Background: an optimization exercise with open tools, aiming at small area. Do not read the settings as production practice. Function was checked by simulation only, so behaviour that the tests miss may differ from the original. No activity file was given, so power comes from the tool's default toggle rates.

==> flow/design.v, too long to show whole: its modules and the start of the top module <==
// module yx_cvt32: 1872 lines
module yx_cvt32(clk, rst, in_valid, in_bits, in_code, in_ftz, in_sat, out_valid, out_bits, out_sat, out_flush);
  // ...
==> flow/run.sh <==
#!/bin/bash
# synth_recipe.tcl (not shown) runs the flow's synth.tcl, then flattens the netlist and writes it again
# the make line also repeats each setting of config.mk as NAME=value (left out here)
make -C /OpenROAD-flow-scripts/flow DESIGN_CONFIG=/design/flow/config.mk WORK_HOME=/design/flow/orfs CLKGATE_MAP_FILE= SYNTH_SCRIPT=/design/flow/synth_recipe.tcl finish
==> flow/config.mk <==
export PLATFORM = sky130hd
export DESIGN_NAME = yx_cvt32
export DESIGN_NICKNAME = yx_cvt32
export VERILOG_FILES = /design/flow/design.v
export SDC_FILE = /design/flow/constraint.sdc
export NUM_CORES = 4
export LEC_CHECK = 0
export ABC_AREA = 1
export CAP_MARGIN = 20
export CORE_MARGIN = 2
export CORE_UTILIZATION = 40
export SLEW_MARGIN = 20
==> flow/constraint.sdc <==
create_clock -name core_clock -period 16.0 [get_ports {clk}]
set_input_delay 3.2000 -clock core_clock [delete_from_list [all_inputs] [get_ports {clk}]]
set_output_delay 3.2000 -clock core_clock [all_outputs]
set_load 0.01 [all_outputs]
==> flow_metrics.py, run 1 <==
metrics = {
    "detailed_routing": {
        "wl_met1_um": 10100,
        "drt_iter0_drc": 828,
        "firstDrtPassIters": 5,
    },
    "power": {
        "p_total_uw": 620,
        "pg_seq_uw": 111,
        "powerComb_uw": 398,
        "p_seq_share_pct": 18.0,
    },
    "worst_setup_path": {
        "crit_family": "adder cells",
        "cp.required_ns": 16.16,
        "crit_top_cell": "ha_1",
    },
    "timing": {
        "hold_slack_ns": 3.44,
        "drv_slew": 0,
        "layout_setup_ws_ns": 2.56,
        "rsz0062_at_grt": "no",
        "min_period_over_period_pct": 84.0,
    },
    "cells_and_area": {
        "layout_commonest_cell": "nand2_1",
        "num-multi-input-gates": 747,
        "largest-register": "out_bits",
        "multiInputGateArea_um2": 3940,
        "seq_share_pct": 11.1,
        "largest_cell_class": "multi-input gates",
    },
    "grt": {
        "first_global_vias": 5957,
    },
    "floorplan": {
        "die-area_um2": 14300,
        "coreArea_um2": 13100,
    },
    "status": {
        "outcome": "complete, no violations",
    },
    "hold_path": {
        "whs_path_depth": 3,
        "holdCritPathClass": "input pin to register",
        "hp-start": "in_valid",
    },
    "logic_synthesis": {
        "postSynth.asyncResetShare_pct": 0,
    },
    "place": {
        "gp_congestion": 1.05,
    },
}
==> run 2, diff against run 1 <==
==> flow/flow/run.sh (new file) <==
#!/bin/bash
# The standard layout, with the smallest buffer on every input and output port
# instead of the one ORFS picks. Each tool's full output stays in orfs/logs/;
# make's own output goes to make.log here.
set -euo pipefail
export BUFFER_PORTS_ARGS="-buffer_cell sky130_fd_sc_hd__buf_1"
bash standard.sh > make.log 2>&1
==> flow/standard.sh (new file) <==
#!/bin/bash
# synth_recipe.tcl (not shown) runs the flow's synth.tcl, then flattens the netlist and writes it again
# the make line also repeats each setting of config.mk as NAME=value (left out here)
make -C /OpenROAD-flow-scripts/flow DESIGN_CONFIG=/design/flow/config.mk WORK_HOME=/design/flow/orfs CLKGATE_MAP_FILE= SYNTH_SCRIPT=/design/flow/synth_recipe.tcl "${@:-finish}"
--- a/flow/config.mk
+++ b/flow/config.mk
@@ -9,4 +9,5 @@
 export CAP_MARGIN = 20
 export CORE_MARGIN = 2
 export CORE_UTILIZATION = 40
+export CTS_BUF_LIST = sky130_fd_sc_hd__clkbuf_4
 export SLEW_MARGIN = 20
removed: flow/run.sh
==> run 2 against run 1 <==
Net effect: still clean; die area did not move; core utilization down 4.1 points; total power decreased by 11%; sequential power about the same; area after synthesis stayed put; routed wire length is 3.4% lower; critical path type unchanged; largest cell class unchanged; largest power group unchanged; highest routed layer unchanged.
==> flow_metrics.py, run 2 <==
metrics = {
    "job": {
        "drv_cap": 0,
    },
    "worst_setup_path": {
        "arrival_ns": 13.67,
        "end_kind": "register",
        "start_kind": "input pin",
        "cp.required_ns": 16.24,
        "worstPathMaxFanout": 13,
        "path_class": "input pin to register",
        "cpPeakStageDelay_ns": 0.58,
        "crit_top_cell": "ha_1",
        "crit_slowest_cell": "buf_1",
    },
    "floorplan": {
        "initial_core_util_pct": 40.6,
        "pin_count": 76,
        "fp-row-count": 42,
        "coreArea_um2": 13100,
        "die-area_um2": 14300,
        "die_w_um": 120,
        "fp.dieH_um": 120,
    },
    "cells_and_area": {
        "largest_reg_flops": 32,
        "layout_common_cells": "nand2_1 (283), nand3_1 (155), inv_1 (121), buf_1 (75), nor2_1 (69)",
        "drive_above_1_share_pct": 7.87,
        "synthToLayoutAreaGrowth_pct": 8.35,
        "largest-register": "out_bits",
        "num_antenna_cells": 0,
        "layout_commonest_cell": "nand2_1",
        "nets": 1075,
    },
    "hold_path": {
        "whs_path_depth": 2,
        "holdCritPathClass": "input pin to register",
        "holdPathEnd": "out_valid",
        "hp-start": "rst",
    },
    "power": {
        "p_total_uw": 555,
        "p_seq_share_pct": 20.0,
        "peakVddDrop_mv": 0.0337,
        "power.leakage_nw": 3.00,
        "intPower_uw": 260,
        "p_clk_share_pct": 14.5,
        "p_comb_share_pct": 65.5,
        "powerDensity_nw_per_um2": 95.9,
        "p_sw_uw": 295,
        "switching_share_pct": 53.2,
    },
    "grt": {
        "antenna_found_initial": 0,
        "first_global_vias": 6037,
        "grt.overflow.total": 0,
        "grt_pass1_wl_um": 33000,
        "grt_max_degree": 30,
        "gr-usage-all-layers_pct": 29.6,
    },
    "clock_network": {
        "clock-root-buffer": "clkbuf_4",
        "cts.sinks": 35,
        "cts_tree": "built",
        "cts_setup_buffers": 0,
        "path_clk_slew_ns": 0.11,
        "cts-htree-levels": 2,
        "numCtsBuffers": 5,
        "postCtsResizedCells": 0,
        "cts_buffer_depth": 2,
        "cts_hold_buf": 0,
    },
    "logic_synthesis": {
        "postSynth.asyncResetShare_pct": 0,
        "synthTopCellsByCount": "nand2_1 (283), nand3_1 (155), inv_1 (121)",
        "ys_warn_count": 1,
        "synth.most_common_cell": "nand2_1",
        "syn_area_per_cell_um2": 5.66,
        "yosys.area.top_type": "nand2_1",
        "synth_top_area_share_pct": 19.9,
        "ys_ff_latch": 35,
        "seq_area_frac_synth_pct": 13.1,
        "synth_cell_types": 51,
        "syn_area_um2": 5340,
        "netlist_instances": 943,
        "yosys-top-cells-area": "nand2_1 (20%), nand3_1 (15%), dfxtp_1 (13%)",
        "synth-edff-count": 0,
        "synth_ff_type": "dfxtp_1",
    },
    "timing": {
        "min_period_over_period_pct": 84.0,
        "drv_slew": 0,
        "rsz0062_at_grt": "no",
        "hold_viol": 0,
        "fin_tns_setup_ns": 0,
        "worstMarginPinSlew_ns": 0.794,
        "fmax_mhz": 74.4,
        "post-route-min-period_ns": 13.43,
        "hold_slack_ns": 2.97,
        "relSlewSlack_pct": 47.1,
        "setup_viol": 0,
    },
    "detailed_routing": {
        "wirelength_um": 21200,
        "wl_per_cell_um": 18.0,
        "num_vias": 6583,
        "drt_iter0_drc": 706,
        "ant_nets": 0,
        "avgViaCountPerCell": 5.58,
        "firstDrtPassIters": 7,
        "drc": 0,
    },
    "place": {
        "numPortBuffers": 75,
        "dpl.hpwl_um": 17400,
        "gp_congestion": 1.06,
    },
    "status": {
        "outcome": "complete, no violations",
    },
}
-- run 2: worst max-delay path by stage --
| stage | startpoint | to | slack [ns] | cells after the start |
|---|---|---|---|---|
| finish | in_code[3] | out_bits[30] | 2.57 | 73 |
| floorplan | in_code[2] | out_bits[30] | 4.36 | 76 |
| global placement | in_code[3] | out_bits[30] | 2.51 | 73 |
| detailed placement | in_code[3] | out_bits[30] | 2.38 | 73 |
| global route | in_code[3] | out_bits[29] | 1.55 | 72 |
| CTS | in_code[3] | out_bits[30] | 2.72 | 73 |
-- run 2: layout make-up --
class                   instances  area [µm²]
clock buffers                   5        37.5
clock inverters                 3        67.6
fillers                      1526        7360
inverters                     136         515
multi-input cells             747        3940
flip-flops and latches         35         701
well taps                     176         220
repair buffers                 78         304
-- run 2: kinds of logic (layout without fill, tap and decap cells) --
group	Yosys count	after routing	share of synthesized area [%]
AND/OR/NAND/NOR	586	586	50.6
flip-flops	35	35	13.1
adder cells (fa/ha/maj)	31	31	7.55
buffers and inverters	161	222	13.1
XOR/XNOR	11	11	1.81
AO/OA/AOI/OAI	119	119	13.8
-- run 2: per-layer routing --
layer	track usage [%]	vias to the layer above	share of wire, %
met5	0	-	0
met4	7.94	0	2.5
met3	7.46	45	10
met2	44.8	345	42
met1	41.8	2983	45
li1	-	3210	-
-- run 2: critical path, delay by kind of cell --
family	cells	cell delay [ns]
adders and majority gates	17	3.48
and+or+nand+nor	32	3.84
AOI/OAI and AO/OA	8	1.33
xor gates and xnor gates	2	0.29
buffers and inverters	14	1.50
-- run 2: power groups by stage --
stage               combinational, mW  sequential (mW)  clock, mW
floorplan                       0.244            0.124          0
global placement                0.357            0.113          0
detailed placement              0.353            0.113          0
CTS                             0.354            0.111     0.0825
global route                    0.399            0.113     0.0871
finish                          0.363            0.111     0.0806
-- run 2: stage by stage --
step,cells,utilization (%),area (µm²),worst slack [ns]
floorplan,943,-,5340,4.36
global placement,1172,43.2,5680,2.51
global route,1180,44.0,5780,1.55
CTS,1180,44.0,5780,2.72
detailed placement,1172,43.2,5680,2.38
finish,1180,44.0,5780,2.57
==> run 3, diff against run 2 <==
==> flow/flow/run.sh (replaced) <==
#!/bin/bash
# The standard layout (bash standard.sh, the standard flow's own ORFS run) with three
# changes to how cells are chosen:
#  - the smallest buffer on every input and output port, not the one ORFS picks;
#  - the buffers ABC put in at synthesis are removed at floorplan (ORFS's
#    REMOVE_ABC_BUFFERS) instead of a timing repair there;
#  - after floorplan, flow/downsize.tcl swaps the cells ABC sized up for the
#    smallest cell of the same function; the later repair steps size up again
#    wherever slew or timing needs it.
# Each tool's full output stays in orfs/logs/; make's own output goes to make.log.
set -euo pipefail
here=$(pwd)
export BUFFER_PORTS_ARGS="-buffer_cell sky130_fd_sc_hd__buf_1"
export REMOVE_ABC_BUFFERS=1
export POST_FLOORPLAN_TCL="$here/flow/downsize.tcl"
bash standard.sh > make.log 2>&1
==> flow/flow/downsize.tcl (new file) <==
# Swap each combinational cell that synthesis sized up for the smallest cell
# of the same function (same name up to the drive-strength suffix) that the
# flow may use; the later repair steps size cells up again where timing or
# slew needs it. Registers, tie cells and tap cells are left alone.
set block [ord::get_db_block]
set db [ord::get_db]
set dont_use {}
if { [info exists ::env(DONT_USE_CELLS)] } { set dont_use $::env(DONT_USE_CELLS) }
array set best {}
foreach lib [$db getLibs] {
  foreach m [$lib getMasters] {
    set n [$m getName]
    if { ![regexp {^(sky130_fd_sc_hd__[a-z0-9]+)_([0-9]+)$} $n -> base drv] } { continue }
    if { [lsearch -exact $dont_use $n] >= 0 } { continue }
    if { [llength [get_lib_cells */$n]] == 0 } { continue }
    set a [expr { [$m getWidth] * [$m getHeight] }]
    if { ![info exists best($base)] || $a < [lindex $best($base) 1] } {
      set best($base) [list $n $a]
    }
  }
}
set swapped 0
foreach inst [$block getInsts] {
  set n [[$inst getMaster] getName]
  if { ![regexp {^(sky130_fd_sc_hd__[a-z0-9]+)_([0-9]+)$} $n -> base drv] } { continue }
  if { [regexp {__(df|dl|sdf|conb|tap|fill|decap|diode|clk)} $n] } { continue }
  if { ![info exists best($base)] } { continue }
  set to [lindex $best($base) 0]
  if { $to ne $n } {
    replace_cell [$inst getName] $to
    incr swapped
  }
}
puts "downsize: swapped $swapped cells for smaller ones of the same function"
==> run 3 against run 2 <==
Net effect: via count is 0.49% higher; final cell count grew 0.34%; still clean; critical endpoint is now out_bits[29]; critical path type unchanged; highest routed layer is now met5; clock-buffer cell count unchanged; largest cell class unchanged; non-clock buffer count is 4 higher; setup slack worse by 0.19 ns; total power is 6.4% lower.
==> flow_metrics.py, run 3 <==
metrics = {
    "status": {
        "outcome": "complete, no violations",
    },
    "timing": {
        "rsz0062_at_grt": "no",
        "fin_tns_setup_ns": 0,
        "post-route-min-period_ns": 13.62,
        "setup_viol": 0,
        "relSlewSlack_pct": 42.1,
        "min_period_over_period_pct": 85.1,
        "drv_slew": 0,
        "hold_slack_ns": 2.97,
        "worstMarginPinSlew_ns": 0.864,
        "hold_viol": 0,
        "fmax_mhz": 73.4,
    },
    "worst_setup_path": {
        "arrival_ns": 13.83,
        "crit_family": "simple AND/OR/NAND/NOR gates",
        "crit_top_cell": "ha_1",
        "cpPeakStageDelay_ns": 0.62,
        "path_class": "input pin to register",
        "crit_slowest_cell": "o21ai_0",
        "cp.required_ns": 16.21,
        "end_kind": "register",
        "start_kind": "input pin",
        "crit_buf_inv": 15,
        "worstPathMaxFanout": 28,
    },
    "grt": {
        "first_global_vias": 6008,
        "grt_max_degree": 30,
        "grt.overflow.total": 0,
        "grt_pass1_wl_um": 31800,
        "antenna_found_initial": 0,
        "gr-usage-all-layers_pct": 28.2,
    },
    "detailed_routing": {
        "wl_per_cell_um": 17.0,
        "ant_nets": 0,
        "avgViaCountPerCell": 5.59,
        "drc": 0,
        "drt_iter0_drc": 1014,
        "wirelength_um": 20100,
        "firstDrtPassIters": 8,
        "num_vias": 6615,
    },
    "logic_synthesis": {
        "postSynth.asyncResetShare_pct": 0,
        "seq_area_frac_synth_pct": 13.1,
        "synth_ff_type": "dfxtp_1",
        "synthTopCellsByCount": "nand2_1 (283), nand3_1 (155), inv_1 (121)",
        "ys_ff_latch": 35,
        "ys_warn_count": 1,
        "yosys-top-cells-area": "nand2_1 (20%), nand3_1 (15%), dfxtp_1 (13%)",
        "syn_area_um2": 5340,
        "synth_cell_types": 51,
        "synth.most_common_cell": "nand2_1",
        "synth-edff-count": 0,
        "netlist_instances": 943,
        "synth_top_area_share_pct": 19.9,
        "syn_area_per_cell_um2": 5.66,
        "yosys.area.top_type": "nand2_1",
    },
    "clock_network": {
        "cts_hold_buf": 0,
        "clock-root-buffer": "clkbuf_4",
        "cts_buffer_depth": 2,
        "cts-htree-levels": 2,
        "cts.sinks": 35,
        "postCtsResizedCells": 0,
        "numCtsBuffers": 5,
        "cts_setup_buffers": 0,
        "path_clk_slew_ns": 0.12,
        "cts_tree": "built",
    },
    "place": {
        "dpl.hpwl_um": 16400,
        "numPortBuffers": 75,
        "dp.cells": 1176,
        "gp_congestion": 1.06,
    },
    "floorplan": {
        "coreArea_um2": 13100,
        "fp-row-count": 42,
        "initial_core_util_pct": 40.6,
        "fp.dieH_um": 120,
        "die-area_um2": 14300,
        "die_w_um": 120,
        "pin_count": 76,
    },
    "cells_and_area": {
        "nets": 1079,
        "drive_above_1_share_pct": 1.49,
        "seqCellArea_um2": 701,
        "fill_cells": 1539,
        "synthToLayoutAreaGrowth_pct": 3.66,
        "num_antenna_cells": 0,
        "largest_reg_flops": 32,
        "layout_commonest_cell": "nand2_1",
        "multiInputGateArea_um2": 3680,
        "largest-register": "out_bits",
        "post-route-util_pct": 42.1,
        "layout_common_cells": "nand2_1 (303), nand3_1 (165), inv_1 (135), nor2_1 (80), buf_1 (75)",
        "finalNonFillerCells": 1184,
    },
    "power": {
        "peakVddDrop_mv": 0.0304,
        "power.leakage_nw": 2.97,
        "powerDensity_nw_per_um2": 93.8,
        "p_total_uw": 519,
    },
    "job": {
        "drv_cap": 0,
    },
    "hold_path": {
        "holdCritPathClass": "input pin to register",
    },
}
## run 3: cell counts after synthesis
Identical to the previous run, type by type.
## run 3: power breakdown
| group | switching [mW] | internal, mW |
|---|---|---|
| Clock | 0.0341 | 0.0329 |
| Combinational | 0.242 | 0.0993 |
| Sequential | 0.00427 | 0.107 |
## run 3: worst paths after layout
check	cells after the start	from	slack (ns)	to
setup / recovery	68	in_code[0]	2.38	out_bits[29]
hold / removal	2	rst	2.97	out_valid
## run 3: final cells by class
cell class,count,area share (%)
timing repair buffer,82,6.04
clock inverter,3,0.792
tap,176,3.98
inverter,136,9.23
clock buffer,5,0.679
multi-input combinational,747,66.6
sequential,35,12.7
## run 3: logic make-up (layout without fill, tap and decap cells)
logic type | count (synthesis) | after routing | share of synthesized area [%]
fa+ha+maj | 31 | 31 | 7.55
compound gates | 119 | 119 | 13.8
flops | 35 | 35 | 13.1
xor+xnor | 11 | 11 | 1.81
buf+inv | 161 | 226 | 13.1
simple gates | 586 | 586 | 50.6
## run 3: per-layer routing
layer	up-vias	wire length [µm]	track usage [%]
met5	-	27	0
met4	2	566	8.01
met3	56	2110	5.37
met2	411	8670	43.8
met1	2936	8770	39.6
li1	3210	-	-
## run 3: per-stage QoR
stage	cell area, µm²	setup slack (ns)
3_5_place_dp	5450	2.26
3_3_place_gp	5450	2.47
6_report	5530	2.38
5_1_grt	5530	1.21
4_1_cts	5530	2.62
2_1_floorplan	5150	4.30
==> run 4, diff against run 3 <==
==> flow/flow/run.sh (replaced) <==
#!/bin/bash
# The standard layout (bash standard.sh, the standard flow's own ORFS run) with these
# changes to how cells are chosen:
#  - the smallest buffer on every input and output port, not the one ORFS picks;
#  - the buffers ABC put in at synthesis are removed at floorplan (ORFS's
#    REMOVE_ABC_BUFFERS) instead of a timing repair there;
#  - after floorplan, flow/post_floorplan.tcl re-maps the combinational logic
#    for area (OpenROAD's restructure) and swaps any cell still sized up for
#    the smallest of the same function; the later repair steps size up again
#    wherever slew or timing needs it.
# Each tool's full output stays in orfs/logs/; make's own output goes to make.log.
set -euo pipefail
here=$(pwd)
export BUFFER_PORTS_ARGS="-buffer_cell sky130_fd_sc_hd__buf_1"
export REMOVE_ABC_BUFFERS=1
export POST_FLOORPLAN_TCL="$here/flow/post_floorplan.tcl"
bash standard.sh > make.log 2>&1
==> flow/flow/post_floorplan.tcl (new file) <==
# Runs after ORFS's floorplan step (POST_FLOORPLAN_TCL). It only changes which
# cells implement the combinational logic; registers, ports and constraints
# stay as the standard synthesis left them.
#  1. remove the buffers ABC put in at synthesis;
#  2. re-map the combinational logic for area with OpenROAD's restructure
#     (ABC inside OpenROAD), which also checks the result against timing;
#  3. swap any cell that is still sized up for the smallest cell of the same
#     function (flow/downsize.tcl); later repair steps size up where needed.
remove_buffers
set rmp_dir [file join [pwd] rmp_work]
file mkdir $rmp_dir
set lib_file [lindex $::env(LIB_FILES) 0]
set tielo [lindex $::env(TIELO_CELL_AND_PORT) 0]/[lindex $::env(TIELO_CELL_AND_PORT) 1]
set tiehi [lindex $::env(TIEHI_CELL_AND_PORT) 0]/[lindex $::env(TIEHI_CELL_AND_PORT) 1]
report_design_area
restructure -target area -liberty_file $lib_file -tielo_port $tielo -tiehi_port $tiehi \
  -work_dir $rmp_dir -abc_logfile [file join $rmp_dir abc.log]
report_design_area
source [file join [file dirname [info script]] downsize.tcl]
report_design_area
==> run 4 against run 3 <==
Net effect: the run now fails in floorplan (2_1_floorplan); synthesized cell count unchanged; area after synthesis unchanged.
==> flow_metrics.py, run 4 <==
metrics = {
    "status": {
        "outcome": "did not finish",
        "lastStage": "floorplan (2_1_floorplan)",
        "error": "Error: floorplan.tcl, 161 can't create directory \"/OpenROAD-flow-scripts/flow/rmp_work\": read-only file system",
    },
    "logic_synthesis": {
        "synth.most_common_cell": "nand2_1",
        "seq_area_frac_synth_pct": 13.1,
        "ys_ff_latch": 35,
        "ys_warn_count": 1,
        "netlist_instances": 943,
        "yosys-top-cells-area": "nand2_1 (20%), nand3_1 (15%), dfxtp_1 (13%)",
        "synth_cell_types": 51,
        "syn_area_per_cell_um2": 5.66,
        "synthTopCellsByCount": "nand2_1 (283), nand3_1 (155), inv_1 (121)",
        "syn_area_um2": 5340,
        "synth-edff-count": 0,
        "synth_ff_type": "dfxtp_1",
        "synth_top_area_share_pct": 19.9,
        "postSynth.asyncResetShare_pct": 0,
        "yosys.area.top_type": "nand2_1",
    },
    "floorplan": {
        "fp.dieH_um": 120,
        "die_w_um": 120,
        "initial_core_util_pct": 40.6,
        "fp-row-count": 42,
    },
}
## run 4: cell counts after synthesis
No cell type changed its count.
## run 4: logic make-up after synthesis
family          count (synthesis)  share of synthesized area (%)
fa+ha+maj                      31                           7.55
buf+inv                       161                           13.1
simple gates                  586                           50.6
compound gates                119                           13.8
xor+xnor                       11                           1.81
flops                          35                           13.1
==> run 5, diff against run 4 <==
==> flow/flow/filter_lib.py (new file) <==
#!/usr/bin/env python3
"""Copy a Liberty file without the cells named on the command line, so that
OpenROAD's restructure (which maps with ABC straight from a Liberty file and
does not read set_dont_use) cannot pick cells the platform marks don't-use.
usage: filter_lib.py in.lib out.lib cell [cell ...]"""
import re
import sys

src, dst, drop = sys.argv[1], sys.argv[2], set(sys.argv[3:])
cell_re = re.compile(r'^\s*cell\s*\(\s*"?([^")\s]+)"?\s*\)\s*\{')
skipping, depth = False, 0
with open(src) as fin, open(dst, "w") as fout:
    for line in fin:
        if not skipping:
            m = cell_re.match(line)
            if m and m.group(1) in drop:
                skipping, depth = True, 0
        if skipping:
            depth += line.count("{") - line.count("}")
            if depth <= 0:
                skipping = False
            continue
        fout.write(line)
--- a/flow/flow/post_floorplan.tcl
+++ b/flow/flow/post_floorplan.tcl
@@ -7,9 +7,13 @@
 #  3. swap any cell that is still sized up for the smallest cell of the same
 #     function (flow/downsize.tcl); later repair steps size up where needed.
 remove_buffers
-set rmp_dir [file join [pwd] rmp_work]
+set rmp_dir [file join $::env(OBJECTS_DIR) rmp_work]
 file mkdir $rmp_dir
-set lib_file [lindex $::env(LIB_FILES) 0]
+# restructure maps from a Liberty file and ignores set_dont_use: give it a
+# copy of the library without the don't-use cells.
+set lib_file [file join $rmp_dir rmp.lib]
+exec python3 [file join [file dirname [info script]] filter_lib.py] \
+  [lindex $::env(LIB_FILES) 0] $lib_file {*}$::env(DONT_USE_CELLS)
 set tielo [lindex $::env(TIELO_CELL_AND_PORT) 0]/[lindex $::env(TIELO_CELL_AND_PORT) 1]
 set tiehi [lindex $::env(TIEHI_CELL_AND_PORT) 0]/[lindex $::env(TIEHI_CELL_AND_PORT) 1]
 report_design_area
--- a/flow/config.mk
+++ b/flow/config.mk
@@ -6,8 +6,11 @@
 export NUM_CORES = 4
 export LEC_CHECK = 0
 export ABC_AREA = 1
-export CAP_MARGIN = 20
+export CAP_MARGIN = 5
 export CORE_MARGIN = 2
 export CORE_UTILIZATION = 40
-export CTS_BUF_LIST = sky130_fd_sc_hd__clkbuf_4
-export SLEW_MARGIN = 20
+export CTS_BUF_LIST = sky130_fd_sc_hd__clkbuf_8
+export CTS_CLUSTER_DIAMETER = 100
+export CTS_CLUSTER_SIZE = 20
+export GPL_TIMING_DRIVEN = 0
+export SLEW_MARGIN = 5
==> run 5 against run 4 <==
Net effect: the run now finishes clean; synthesized cell count stayed put; area after synthesis stayed put.
==> flow_metrics.py, run 5 <==
metrics = {
    "logic_synthesis": {
        "ys_ff_latch": 35,
        "postSynth.asyncResetShare_pct": 0,
        "synth_ff_type": "dfxtp_1",
        "syn_area_per_cell_um2": 5.66,
        "seq_area_frac_synth_pct": 13.1,
        "netlist_instances": 943,
        "synth_cell_types": 51,
        "synth.most_common_cell": "nand2_1",
        "synth-edff-count": 0,
        "yosys.area.top_type": "nand2_1",
        "syn_area_um2": 5340,
        "synth_top_area_share_pct": 19.9,
        "ys_warn_count": 1,
        "yosys-top-cells-area": "nand2_1 (20%), nand3_1 (15%), dfxtp_1 (13%)",
        "synthTopCellsByCount": "nand2_1 (283), nand3_1 (155), inv_1 (121)",
    },
    "worst_setup_path": {
        "crit_top_cell": "nor2_1",
        "end_kind": "register",
        "arrival_ns": 15.06,
        "start_kind": "input pin",
        "worstPathMaxFanout": 24,
        "path_class": "input pin to register",
        "crit_slowest_cell": "o32ai_1",
        "cpPeakStageDelay_ns": 0.73,
        "cp.required_ns": 16.18,
    },
    "detailed_routing": {
        "ant_nets": 0,
        "num_vias": 5498,
        "wl_per_cell_um": 19.1,
        "firstDrtPassIters": 6,
        "avgViaCountPerCell": 6.16,
        "wirelength_um": 17100,
        "drt_iter0_drc": 771,
        "drc": 0,
    },
    "clock_network": {
        "cts_buffer_depth": 2,
        "cts_setup_buffers": 0,
        "cts_hold_buf": 0,
        "cts_tree": "built",
        "numCtsBuffers": 5,
        "cts-htree-levels": 2,
        "cts.sinks": 35,
        "clock-root-buffer": "clkbuf_8",
        "postCtsResizedCells": 0,
        "path_clk_slew_ns": 0.07,
    },
    "place": {
        "numPortBuffers": 75,
        "dp.cells": 883,
        "dpl.hpwl_um": 13700,
        "gp_congestion": 1.03,
        "place_area_um2": 4560,
    },
    "grt": {
        "antenna_found_initial": 0,
        "first_global_vias": 4870,
        "gr-usage-all-layers_pct": 23.4,
        "grt_pass1_wl_um": 26400,
        "grt_max_degree": 31,
        "grt.overflow.total": 0,
    },
    "cells_and_area": {
        "largest_reg_flops": 32,
        "fill_cells": 1529,
        "post-route-util_pct": 35.8,
        "final_cell_area_um2": 4710,
        "synthToLayoutAreaGrowth_pct": -11.8,
        "largest-register": "out_bits",
        "layout_common_cells": "clkinv_1 (80), o22ai_1 (77), nor2_1 (76), o21ai_0 (75), buf_1 (73)",
        "layout_commonest_cell": "clkinv_1",
        "num_antenna_cells": 0,
        "nets": 756,
        "finalNonFillerCells": 892,
        "drive_above_1_share_pct": 4.05,
    },
    "timing": {
        "worstMarginPinSlew_ns": 0.990,
        "fmax_mhz": 67.2,
        "fin_tns_setup_ns": 0,
        "setup_viol": 0,
        "hold_slack_ns": 3.04,
        "drv_slew": 0,
        "relSlewSlack_pct": 33.3,
        "min_period_over_period_pct": 93.0,
        "post-route-min-period_ns": 14.88,
        "rsz0062_at_grt": "no",
        "hold_viol": 0,
    },
    "hold_path": {
        "holdCritPathClass": "input pin to register",
    },
    "floorplan": {
        "initial_core_util_pct": 40.6,
        "die_w_um": 120,
        "pin_count": 76,
        "coreArea_um2": 13100,
        "die-area_um2": 14300,
        "fp-row-count": 42,
        "fp.dieH_um": 120,
    },
    "status": {
        "outcome": "complete, no violations",
    },
    "power": {
        "power.leakage_nw": 1.46,
        "peakVddDrop_mv": 0.0422,
        "powerDensity_nw_per_um2": 99.4,
    },
    "job": {
        "drv_cap": 0,
    },
}
## run 5: cell counts after synthesis
No cell type changed its count.
## run 5: cells by family after synthesis
group | count (synthesis) | synth area share, %
compound gates | 119 | 13.8
fa+ha+maj | 31 | 7.55
buf+inv | 161 | 13.1
simple gates | 586 | 50.6
flops | 35 | 13.1
xor+xnor | 11 | 1.81
## run 5: through the flow
stage | power (mW) | worst slack, ns
CTS | 0.459 | 0.0235
global placement | 0.387 | -2.79
floorplan | 0.356 | 4.30
detailed placement | 0.390 | -0.252
global route | 0.503 | 0.0342
finish | 0.468 | 1.12
## run 5: worst max-delay path, delay by kind of cell
| kind | cells | cell delay [ns] |
|---|---|---|
| AOI/OAI and AO/OA | 19 | 5.03 |
| buffers and inverters | 6 | 2.06 |
| and+or+nand+nor | 24 | 4.73 |
## run 5: layout make-up
class / instances / area (µm²) / area share, %
well taps: 176 / 220 / 4.68
repair buffers: 79 / 357 / 7.58
multi-input cells: 507 / 2990 / 63.6
flip-flops and latches: 35 / 701 / 14.9
inverters: 86 / 338 / 7.18
clock buffers: 5 / 68.8 / 1.46
clock inverters: 3 / 23.8 / 0.505
repair inverters: 1 / 5.00 / 0.106
## run 5: metal layers
metal | share of wire [%] | vias to the layer above | wire length [µm] | global-route usage (%)
met1 | 44 | 2507 | 7500 | 31.8
met5 | 0 | - | 0 | 0
met3 | 8.6 | 52 | 1470 | 5.04
met2 | 44 | 332 | 7570 | 36.8
met4 | 3.1 | 0 | 533 | 7.65
li1 | - | 2607 | - | -
## run 5: final timing paths
kind | to | slack (ns) | start | depth (start not counted)
max | out_bits[30] | 1.12 | in_code[3] | 49
min | out_valid | 3.04 | rst | 2
## run 5: power by group
group | leakage [nW] | switching [mW] | internal (mW)
Sequential | 0.291 | 0.00411 | 0.105
Combinational | 1.13 | 0.197 | 0.0947
Clock | 0.0408 | 0.0355 | 0.0311
==> run 6, diff against run 5 <==
--- a/flow/config.mk
+++ b/flow/config.mk
@@ -6,11 +6,9 @@
 export NUM_CORES = 4
 export LEC_CHECK = 0
 export ABC_AREA = 1
-export CAP_MARGIN = 5
+export CAP_MARGIN = 20
 export CORE_MARGIN = 2
 export CORE_UTILIZATION = 40
 export CTS_BUF_LIST = sky130_fd_sc_hd__clkbuf_8
-export CTS_CLUSTER_DIAMETER = 100
-export CTS_CLUSTER_SIZE = 20
 export GPL_TIMING_DRIVEN = 0
-export SLEW_MARGIN = 5
+export SLEW_MARGIN = 20
==> run 6 against run 5 <==
Net effect: still clean; area after synthesis stayed put; design area is 0.24% lower; non-clock buffer count unchanged; via count shrank 0.96%; setup slack got worse by 0.038 ns; die area unchanged; synthesized cell count unchanged; flip-flop and latch count is the same; total power increased by 0.27%; global-route usage is 0.10 points lower; largest power group unchanged.
==> flow_metrics.py, run 6 <==
metrics = {
    "timing": {
        "min_period_over_period_pct": 93.3,
        "relSlewSlack_pct": 35.2,
        "post-route-min-period_ns": 14.92,
        "rsz0062_at_grt": "no",
        "hold_slack_ns": 3.05,
        "fmax_mhz": 67.0,
        "hold_viol": 0,
        "drv_slew": 0,
        "worstMarginPinSlew_ns": 0.970,
        "setup_viol": 0,
        "fin_tns_setup_ns": 0,
        "layout_setup_ws_ns": 1.08,
    },
    "logic_synthesis": {
        "synth.most_common_cell": "nand2_1",
        "synth_ff_type": "dfxtp_1",
        "postSynth.asyncResetShare_pct": 0,
        "synth_cell_types": 51,
        "yosys.area.top_type": "nand2_1",
        "synth-edff-count": 0,
        "yosys-top-cells-area": "nand2_1 (20%), nand3_1 (15%), dfxtp_1 (13%)",
        "ys_ff_latch": 35,
        "seq_area_frac_synth_pct": 13.1,
        "synth_top_area_share_pct": 19.9,
        "netlist_instances": 943,
        "syn_area_per_cell_um2": 5.66,
        "synthTopCellsByCount": "nand2_1 (283), nand3_1 (155), inv_1 (121)",
        "syn_area_um2": 5340,
        "ys_warn_count": 1,
    },
    "power": {
        "p_seq_share_pct": 23.3,
        "powerDensity_nw_per_um2": 99.9,
        "p_total_uw": 469,
        "p_comb_share_pct": 62.1,
        "intPower_uw": 231,
        "peakVddDrop_mv": 0.0362,
        "power.leakage_nw": 1.46,
        "p_clk_share_pct": 14.6,
        "switching_share_pct": 50.8,
        "p_sw_uw": 238,
    },
    "cells_and_area": {
        "final_cell_area_um2": 4690,
        "layout_commonest_cell": "clkinv_1",
        "fill_cells": 1525,
        "multiInputGateArea_um2": 3000,
        "largest_reg_flops": 32,
        "nets": 755,
        "post-route-util_pct": 35.7,
        "seqCellArea_um2": 701,
        "drive_above_1_share_pct": 3.92,
        "layout_common_cells": "clkinv_1 (81), o22ai_1 (77), nor2_1 (76), o21ai_0 (74), buf_1 (73)",
        "finalNonFillerCells": 891,
        "largest-register": "out_bits",
        "synthToLayoutAreaGrowth_pct": -12.0,
        "num_antenna_cells": 0,
    },
    "detailed_routing": {
        "wl_per_cell_um": 19.2,
        "drc": 0,
        "num_vias": 5445,
        "drt_iter0_drc": 691,
        "firstDrtPassIters": 6,
        "wirelength_um": 17100,
        "avgViaCountPerCell": 6.11,
        "ant_nets": 0,
    },
    "floorplan": {
        "fp.dieH_um": 120,
        "initial_core_util_pct": 40.6,
        "die-area_um2": 14300,
        "die_w_um": 120,
        "coreArea_um2": 13100,
        "fp-row-count": 42,
        "pin_count": 76,
    },
    "worst_setup_path": {
        "end_kind": "register",
        "crit_top_cell": "nor2_1",
        "cp.required_ns": 16.17,
        "worstPathMaxFanout": 32,
        "path_class": "input pin to register",
        "crit_slowest_cell": "o32ai_1",
        "cpPeakStageDelay_ns": 0.74,
        "start_kind": "input pin",
        "arrival_ns": 15.09,
    },
    "hold_path": {
        "holdPathEnd": "out_valid",
        "hp-start": "rst",
        "holdCritPathClass": "input pin to register",
        "whs_path_depth": 2,
    },
    "job": {
        "drv_cap": 0,
    },
    "place": {
        "numPortBuffers": 75,
        "place_area_um2": 4570,
        "dpl.hpwl_um": 13700,
        "dp.cells": 883,
        "gp_congestion": 1.03,
        "dpl_worst_slack_ns": -0.387,
    },
    "clock_network": {
        "cts_tree": "built",
        "cts_buffer_depth": 2,
        "cts.sinks": 35,
        "path_clk_slew_ns": 0.08,
        "numCtsBuffers": 5,
        "clock-root-buffer": "clkbuf_8",
        "cts_hold_buf": 0,
        "cts_setup_buffers": 0,
        "cts-htree-levels": 2,
    },
    "grt": {
        "grt_pass1_wl_um": 26400,
        "gr-usage-all-layers_pct": 23.3,
        "grt.overflow.total": 0,
        "first_global_vias": 4955,
        "antenna_found_initial": 0,
        "grt_max_degree": 33,
    },
    "status": {
        "outcome": "complete, no violations",
    },
}
-- run 6: routing by layer --
metal / up-vias / track usage (%) / share of wire [%]
met3: 40 / 4.56 / 10
met2: 346 / 36.6 / 44
li1: 2616 / - / -
met1: 2443 / 31.9 / 43
met5: - / 0 / 0
met4: 0 / 7.72 / 2.9
-- run 6: kinds of logic (layout without fill, tap and decap cells) --
logic type / after synthesis / after routing / share of synthesized area, %
buffers and inverters: 161 / 173 / 13.1
DFF: 35 / 35 / 13.1
adders and majority gates: 31 / 0 / 7.55
AOI/OAI and AO/OA: 119 / 300 / 13.8
xor gates and xnor gates: 11 / 8 / 1.81
and+or+nand+nor: 586 / 199 / 50.6
-- run 6: worst max path at each step --
stage          slack (ns)           end        start
2_1_floorplan        4.30  out_bits[30]  in_bits[23]
3_3_place_gp        -2.79  out_bits[30]   in_code[3]
3_5_place_dp        -0.39  out_bits[30]   in_code[2]
4_1_cts              0.23  out_bits[30]   in_code[2]
5_1_grt              0.05  out_bits[30]   in_code[3]
6_report             1.08  out_bits[30]   in_code[3]
-- run 6: final cells by class --
cell class	count	share of cell area, %
clock buffer	5	1.47
clock inverter	3	0.506
inverter	86	7.01
multi-input combinational	507	63.9
sequential	35	14.9
tap	176	4.69
timing repair buffer	79	7.52
-- run 6: what timing repair did --
| item | in CTS | in global routing |
|---|---|---|
| resized for setup | 3 | 12 |
| setup endpoints to repair | 3 | 32 |
| cloned | 0 | 0 |
-- run 6: power by group through the flow --
stage | sequential, mW | clock (mW) | combinational, mW
3_3_place_gp | 0.111 | 0 | 0.276
4_1_cts | 0.110 | 0.0710 | 0.281
2_1_floorplan | 0.124 | 0 | 0.232
5_1_grt | 0.111 | 0.0746 | 0.319
6_report | 0.109 | 0.0683 | 0.292
3_5_place_dp | 0.111 | 0 | 0.279
-- run 6: critical path, delay by kind of cell --
family | cells | cell delay [ns]
buf+inv | 7 | 2.27
compound gates | 19 | 4.74
simple gates | 24 | 4.82
==> run 7, diff against run 6 <==
--- a/flow/config.mk
+++ b/flow/config.mk
@@ -10,5 +10,4 @@
 export CORE_MARGIN = 2
 export CORE_UTILIZATION = 40
 export CTS_BUF_LIST = sky130_fd_sc_hd__clkbuf_8
-export GPL_TIMING_DRIVEN = 0
 export SLEW_MARGIN = 20
==> run 7 against run 6 <==
Net effect: routed wire length up 3.8%; total power rose by 0.17%; critical endpoint unchanged; largest cell class unchanged; flip-flop and latch count is the same; design area increased by 0.11%; still clean on timing, DRC and antenna; largest power group unchanged.
==> flow_metrics.py, run 7 <==
metrics = {
    "status": {
        "outcome": "complete, no violations",
    },
    "timing": {
        "post-route-min-period_ns": 14.84,
        "hold_viol": 0,
        "fin_tns_setup_ns": 0,
        "rsz0062_at_grt": "no",
        "fmax_mhz": 67.4,
        "worstMarginPinSlew_ns": 0.874,
        "min_period_over_period_pct": 92.8,
        "setup_viol": 0,
        "relSlewSlack_pct": 40.9,
        "drv_slew": 0,
    },
    "cells_and_area": {
        "largest-register": "out_bits",
        "nets": 767,
        "num_antenna_cells": 0,
        "layout_commonest_cell": "clkinv_1",
        "multiInputGateArea_um2": 2960,
        "synthToLayoutAreaGrowth_pct": -11.9,
        "drive_above_1_share_pct": 3.71,
        "post-route-util_pct": 35.8,
        "seqCellArea_um2": 701,
        "finalNonFillerCells": 903,
        "layout_common_cells": "clkinv_1 (86), nor2_1 (78), o22ai_1 (77), o21ai_0 (76), buf_1 (75)",
        "fill_cells": 1496,
        "final_cell_area_um2": 4700,
        "largest_reg_flops": 32,
    },
    "worst_setup_path": {
        "cp.required_ns": 16.18,
        "start_kind": "input pin",
        "startpoint": "in_code[2]",
        "crit_slowest_cell": "nor2_1",
        "cpPeakStageDelay_ns": 0.59,
        "end_kind": "register",
        "worstPathMaxFanout": 15,
        "path_class": "input pin to register",
        "crit_end": "out_bits[30]",
        "arrival_ns": 15.02,
    },
    "floorplan": {
        "fp.dieH_um": 120,
        "die_w_um": 120,
        "pin_count": 76,
        "initial_core_util_pct": 40.6,
        "coreArea_um2": 13100,
        "fp-row-count": 42,
        "die-area_um2": 14300,
    },
    "logic_synthesis": {
        "synth_top_area_share_pct": 19.9,
        "synth_cell_types": 51,
        "synthTopCellsByCount": "nand2_1 (283), nand3_1 (155), inv_1 (121)",
        "synth-edff-count": 0,
        "seq_area_frac_synth_pct": 13.1,
        "syn_area_per_cell_um2": 5.66,
        "ys_ff_latch": 35,
        "syn_area_um2": 5340,
        "synth_ff_type": "dfxtp_1",
        "yosys.area.top_type": "nand2_1",
        "ys_warn_count": 1,
        "postSynth.asyncResetShare_pct": 0,
        "netlist_instances": 943,
        "synth.most_common_cell": "nand2_1",
        "yosys-top-cells-area": "nand2_1 (20%), nand3_1 (15%), dfxtp_1 (13%)",
    },
    "job": {
        "drv_cap": 0,
    },
    "detailed_routing": {
        "num_vias": 5568,
        "avgViaCountPerCell": 6.17,
        "ant_nets": 0,
        "wirelength_um": 17700,
        "firstDrtPassIters": 8,
        "drc": 0,
        "drt_iter0_drc": 778,
        "wl_per_cell_um": 19.6,
    },
    "clock_network": {
        "numCtsBuffers": 5,
        "path_clk_slew_ns": 0.08,
        "cts_buffer_depth": 2,
        "clock-root-buffer": "clkbuf_8",
        "cts_setup_buffers": 0,
        "cts.sinks": 35,
        "cts_tree": "built",
        "cts-htree-levels": 2,
    },
    "grt": {
        "gr-usage-all-layers_pct": 24.0,
        "grt_pass1_wl_um": 26900,
        "grt_max_degree": 32,
        "grt.overflow.total": 0,
        "grt_busiest_layer": "met2",
        "gr-usage-met2_pct": 38.1,
        "grt_util_met3_pct": 4.66,
        "met1_usage_pct": 32.5,
        "first_global_vias": 5015,
        "antenna_found_initial": 0,
    },
    "power": {
        "p_clk_share_pct": 14.2,
        "p_comb_share_pct": 62.5,
        "p_total_uw": 470,
        "powerDensity_nw_per_um2": 100,
        "peakVddDrop_mv": 0.0334,
        "p_seq_share_pct": 23.3,
        "p_sw_uw": 238,
        "intPower_uw": 231,
        "switching_share_pct": 50.7,
        "power.leakage_nw": 1.49,
    },
    "place": {
        "dp.cells": 895,
        "gp_congestion": 1.01,
        "numPortBuffers": 75,
        "place_area_um2": 4600,
        "dpl.hpwl_um": 14300,
    },
    "hold_path": {
        "whs_path_depth": 2,
        "holdCritPathClass": "input pin to register",
    },
}
run 7: changes by cell type in the layout (fill, tap and decap cells not counted), sizes merged:
cell,previous run,this run
buf,77,91
clkinvlp,3,2
clkinv,83,86
inv,3,1
clkbuf,7,5
run 7: final cells by class:
class                           count  share of cell area, %
Multi-Input combinational cell    507                   63.0
Sequential cell                    35                   14.9
Timing Repair Buffer               91                   8.55
Inverter                           86                   6.87
Tap cell                          176                   4.69
Clock buffer                        5                   1.46
Clock inverter                      3                  0.506
run 7: cell families after synthesis:
kind of cell    after synthesis  synth area share (%)
xor+xnor                     11                  1.81
buf+inv                     161                  13.1
fa+ha+maj                    31                  7.55
simple gates                586                  50.6
flops                        35                  13.1
compound gates              119                  13.8
run 7: worst min path at each step:
stage | end | slack, ns | startpoint
detailed placement | out_valid | 3.36 | rst
finish | out_valid | 3.04 | rst
global placement | out_valid | 3.35 | rst
floorplan | out_valid | 3.27 | rst
CTS | out_valid | 3.04 | rst
global route | out_valid | 3.04 | rst
run 7: critical path, delay by kind of cell:
| family | cells | cell delay (ns) |
|---|---|---|
| AND/OR/NAND/NOR | 26 | 5.17 |
| buffers and inverters | 6 | 2.52 |
| AO/OA/AOI/OAI | 20 | 4.09 |
run 7: repair_timing:
item                       in CTS  in global routing
hold buffers                    0                  0
gates resized for setup         0                  1
setup endpoints to repair       0                  1
run 7: per-stage QoR:
stage               hold WS, ns  setup slack, ns
finish                     3.04             1.16
global route               3.04            0.130
CTS                        3.04             1.41
detailed placement         3.36             1.11
global placement           3.35             1.12
floorplan                  3.27             4.30
run 7: layer usage:
| metal | vias to the layer above | share of wire [%] |
|---|---|---|
| met5 | - | 0 |
| li1 | 2626 | - |
| met2 | 387 | 45 |
| met3 | 54 | 10 |
| met1 | 2501 | 42 |
| met4 | 0 | 3.3 |
run 7: power groups by stage:
stage	registers, mW	clock network [mW]	logic, mW
2_1_floorplan	0.124	0	0.232
4_1_cts	0.110	0.0695	0.284
5_1_grt	0.111	0.0739	0.317
6_report	0.109	0.0665	0.294
3_5_place_dp	0.112	0	0.283
3_3_place_gp	0.112	0	0.289

[afterwards: timing with drivers on the ports]
How much do the figures lean on ideal ports? The routed layouts below were timed once more, with nothing changed but the port constraints. Step 1, drivers: a clkbuf_16 drives clk and a buf_2 each remaining input, both assumed. Step 2 also shifts input and output timing later by t, the mid clock arrival at the registers, as if the neighbouring blocks saw the same clock. a / b / c = ideal / step 1 / step 2; a / b = the first two.
run | t (ns) | setup slack, ns | hold WS [ns] | worst slew at a driven data input, ns | cell pins on the clock port's net
run 1 | 0.329 | 2.557 / 2.575 / 2.246 | 3.435 / 3.414 / 3.743 | 0.04 | 1
run 2 | 0.391 | 2.566 / 2.568 / 2.177 | 2.973 / 2.966 / 3.357 | 0.03 | 1
run 3 | 0.382 | 2.381 / 2.386 / 2.005 | 2.970 / 2.962 / 3.343 | 0.03 | 1
run 5 | 0.332 | 1.118 / 1.128 / 0.797 | 3.041 / 3.033 / 3.365 | 0.03 | 1
run 6 | 0.324 | 1.079 / 1.091 / 0.767 | 3.050 / 3.041 / 3.365 | 0.03 | 1
run 7 | 0.329 | 1.160 / 1.168 / 0.839 | 3.044 / 3.037 / 3.366 | 0.03 | 1
After both steps every run listed still meets setup and hold. For run 2, which loses most, drivers alone change the setup slack by +0.002 ns; drivers and shift together by -0.389 ns.
